From an optimization exercise on the open Yosys and OpenROAD flow, aimed at small area, a short achievable clock period and few clock cycles; shortcuts taken in it are not production practice.
The RTL was checked by simulation tests, not by an equivalence proof against the original design.
No activity file was given, so power comes from the tool's default toggle rates.

// stripe_engine
module stripe_engine (
  input  wire        clk,
  input  wire        rst,
  input  wire        cmd_valid,
  output wire        cmd_ready,
  input  wire [5:0]  cmd_k,
  input  wire [1:0]  cmd_m,
  input  wire [34:0] cmd_lost,
  input  wire [9:0]  cmd_cols,
  input  wire        in_valid,
  output wire        in_ready,
  input  wire [31:0] in_data,
  output wire        out_valid,
  input  wire        out_ready,
  output wire [31:0] out_data,
  output wire [5:0]  out_member,
  output wire        out_last
);
Size: about 3,500 cells after synthesis, about 25,000 um^2 of cells after synthesis.
export LEC_CHECK = 0
export ABC_AREA = 1
export ABC_CLOCK_PERIOD_IN_PS = 2000
export CAP_MARGIN = 65
export CORE_MARGIN = 2
export CORE_UTILIZATION = 70
export CTS_BUF_LIST = sky130_fd_sc_hd__clkbuf_8 sky130_fd_sc_hd__clkbuf_16
export CTS_CLUSTER_DIAMETER = 60
export CTS_CLUSTER_SIZE = 20
export SETUP_SLACK_MARGIN = 5
export SLEW_MARGIN = 65
create_clock -name core_clock -period 10.0 [get_ports {clk}]
standard.sh (not shown) runs the stock make flow with config.mk's settings and CLKGATE_MAP_FILE= SYNTH_SCRIPT=/design/flow/synth_recipe.tcl, a recipe that flattens the netlist after the stock synthesis.
==> flow/flow/run.sh <==
#!/bin/bash
set -euo pipefail
bash standard.sh "BUFFER_PORTS_ARGS=-buffer_cell sky130_fd_sc_hd__buf_2" finish > orfs_make.log 2>&1
Testbench counts at the start, summed over its fixed seeds: cycles 148,484.
Rerun with:
--- a/flow/config.mk
+++ b/flow/config.mk
@@ -13,4 +13,4 @@
 export CTS_BUF_LIST = sky130_fd_sc_hd__clkbuf_8 sky130_fd_sc_hd__clkbuf_16
-export CTS_CLUSTER_DIAMETER = 60
-export CTS_CLUSTER_SIZE = 20
+export CTS_CLUSTER_DIAMETER = 50
+export CTS_CLUSTER_SIZE = 15
 export SETUP_SLACK_MARGIN = 5
Outcome:
- worst hold slack hardly moves
- wire length is higher by 0.50%
- die area is unchanged
- critical path depth is lower by 1
- cell area barely changes
- via count is higher by 0.34%
- first-iteration DRC count is higher by 3.9%
- register-to-register slack gains 0.07 ns
Rerun with:
--- a/flow/config.mk
+++ b/flow/config.mk
@@ -9,9 +9,9 @@
 export ABC_CLOCK_PERIOD_IN_PS = 2000
-export CAP_MARGIN = 65
+export CAP_MARGIN = 70
 export CORE_MARGIN = 2
-export CORE_UTILIZATION = 70
+export CORE_UTILIZATION = 72
 export CTS_BUF_LIST = sky130_fd_sc_hd__clkbuf_8 sky130_fd_sc_hd__clkbuf_16
-export CTS_CLUSTER_DIAMETER = 50
-export CTS_CLUSTER_SIZE = 15
+export CTS_CLUSTER_DIAMETER = 60
+export CTS_CLUSTER_SIZE = 20
 export SETUP_SLACK_MARGIN = 5
-export SLEW_MARGIN = 65
+export SLEW_MARGIN = 70
=>
- The changed run went through all stages and came out clean
- final area came out higher slightly
- core utilization grows by 2.8 points
- maximum frequency falls slightly
- cell count hardly moves
- sequential share of layout area came out lower by 0.16 points
- worst setup slack got worse by 0.048 ns
- total power grows slightly
- non-clock buffer count goes up by 9
Rerun with:
--- a/flow/config.mk
+++ b/flow/config.mk
@@ -9,5 +9,5 @@
 export ABC_CLOCK_PERIOD_IN_PS = 2000
-export CAP_MARGIN = 70
+export CAP_MARGIN = 50
 export CORE_MARGIN = 2
-export CORE_UTILIZATION = 72
+export CORE_UTILIZATION = 60
 export CTS_BUF_LIST = sky130_fd_sc_hd__clkbuf_8 sky130_fd_sc_hd__clkbuf_16
@@ -16,2 +16,2 @@
 export SETUP_SLACK_MARGIN = 5
-export SLEW_MARGIN = 70
+export SLEW_MARGIN = 50
After rerunning:
- power fell by 0.79%
- clock power is higher by about 10%
- via count falls by 6.1%


Starting RTL as in the previous note.
==> flow/config.mk <==
export PLATFORM = sky130hd
export DESIGN_NAME = stripe_engine
export DESIGN_NICKNAME = stripe_engine
export VERILOG_FILES = /design/flow/design.v
export SDC_FILE = /design/flow/constraint.sdc
export NUM_CORES = 8
export LEC_CHECK = 0
export ABC_AREA = 1
export ABC_CLOCK_PERIOD_IN_PS = 2000
export CAP_MARGIN = 65
export CORE_MARGIN = 2
export CORE_UTILIZATION = 70
export CTS_BUF_LIST = sky130_fd_sc_hd__clkbuf_8 sky130_fd_sc_hd__clkbuf_16
export CTS_CLUSTER_DIAMETER = 40
export CTS_CLUSTER_SIZE = 12
export SETUP_SLACK_MARGIN = 5
export SLEW_MARGIN = 65
==> flow/constraint.sdc <==
create_clock -name core_clock -period 10.0 [get_ports {clk}]
set_input_delay 2.0000 -clock core_clock [delete_from_list [all_inputs] [get_ports {clk}]]
set_output_delay 2.0000 -clock core_clock [all_outputs]
set_load 0.01 [all_outputs]
Scripts as last shown in full above: flow/flow/run.sh
The starting point ran to the end with no violations.
Testbench counts at the start, summed over its fixed seeds: cycles 148,484.
Next try:
CORE_UTILIZATION = 75   (was 70)
CTS_CLUSTER_DIAMETER = 60   (was 40)
CTS_CLUSTER_SIZE = 20   (was 12)
Result:
- worst setup slack is better by 0.27 ns
- cell area is lower by a few percent
- non-clock buffer count falls by 12
- total power came out lower by a few percent
- sequential power hardly moves
- wire length went up slightly
- fmax goes up by a few percent
- combinational power barely changes
Next try:
CAP_MARGIN = 70   (was 65)
SLEW_MARGIN = 70   (was 65)
The changed run finished clean; worst setup slack is better by 0.080 ns; routed wire length rises by about 5%; final cell count came out higher by about 0.35%; total power went up by about 1.6%; core utilization increases by 1.0 points; maximum frequency is higher by about 2%; register-to-register slack improves by 0.08 ns; via count is higher by 2.8%; clock power barely changes; synthesized area does not change.
Next try:
CAP_MARGIN = 65   (was 70)
CTS_CLUSTER_DIAMETER = 50   (was 60)
CTS_CLUSTER_SIZE = 15   (was 20)
SLEW_MARGIN = 65   (was 70)
After rerunning: The changed run completed without violations. Sequential share of layout area goes up by 0.29 points. Total power falls by 0.97%. Wire length went down by 3.3%. Setup slack loses 0.13 ns. Cell count barely changes. Global-route usage shrinks by 0.33 points. Register-to-register slack got worse by 0.22 ns.
Next try:
CAP_MARGIN = 60   (was 65)
CORE_UTILIZATION = 70   (was 75)
SLEW_MARGIN = 60   (was 65)
The changed run ran to the end with no violations.
Die area goes up by 7.0%.
Register-to-register slack is better by 0.13 ns.
Cell count came out higher by 0.47%.
Count of clock-buffer cells in the layout goes down by 2.
Worst hold slack loses 0.019 ns.
Total power shrinks by 0.35%.
Non-clock buffer count rises by 3.
Cell area barely changes.
Worst setup slack got worse by 0.029 ns.
Maximum frequency came out lower by 0.73%.

afterwards: timing with drivers on the ports:
No port has a modelled driver above. Below, the same layouts with a new extraction and two added sets of constraints. Step 1 sets driving cells, clkbuf_16 on the clock port and buf_2 on the other inputs (assumed; they add their load-dependent delay and slew). Step 2 adds t to the input delays and takes it off the output delays; t is the mean of the earliest and latest rising clock arrival at the registers after step 1. Input paths then give back, and output paths get back, about the clock's delay inside the block. Three values: ideal ports, drivers, drivers and shift; two values: the first two.
run | t (ns) | setup slack, ns | worst slew at a driven data input, ns
the first run of note 1 | 0.640 | 6.032 / 6.065 / 5.425 | 0.14
the second run of note 1 | 0.665 | 6.073 / 6.107 / 5.441 | 0.12
the third run of note 1 | 0.635 | 6.025 / 6.025 / 5.787 | 0.13
the fourth run of note 1 | 0.653 | 5.755 / 5.755 / 5.123 | 0.05
the first run of note 2 | 0.625 | 5.778 / 5.813 / 5.188 | 0.13
the second run of note 2 | 0.633 | 6.044 / 6.079 / 5.447 | 0.09
the third run of note 2 | 0.649 | 6.124 / 6.157 / 5.507 | 0.08
the fourth run of note 2 | 0.661 | 5.996 / 5.996 / 5.483 | 0.08
the fifth run of note 2 | 0.659 | 5.967 / 6.002 / 5.343 | 0.12
After both steps setup and hold are still met in every run listed.
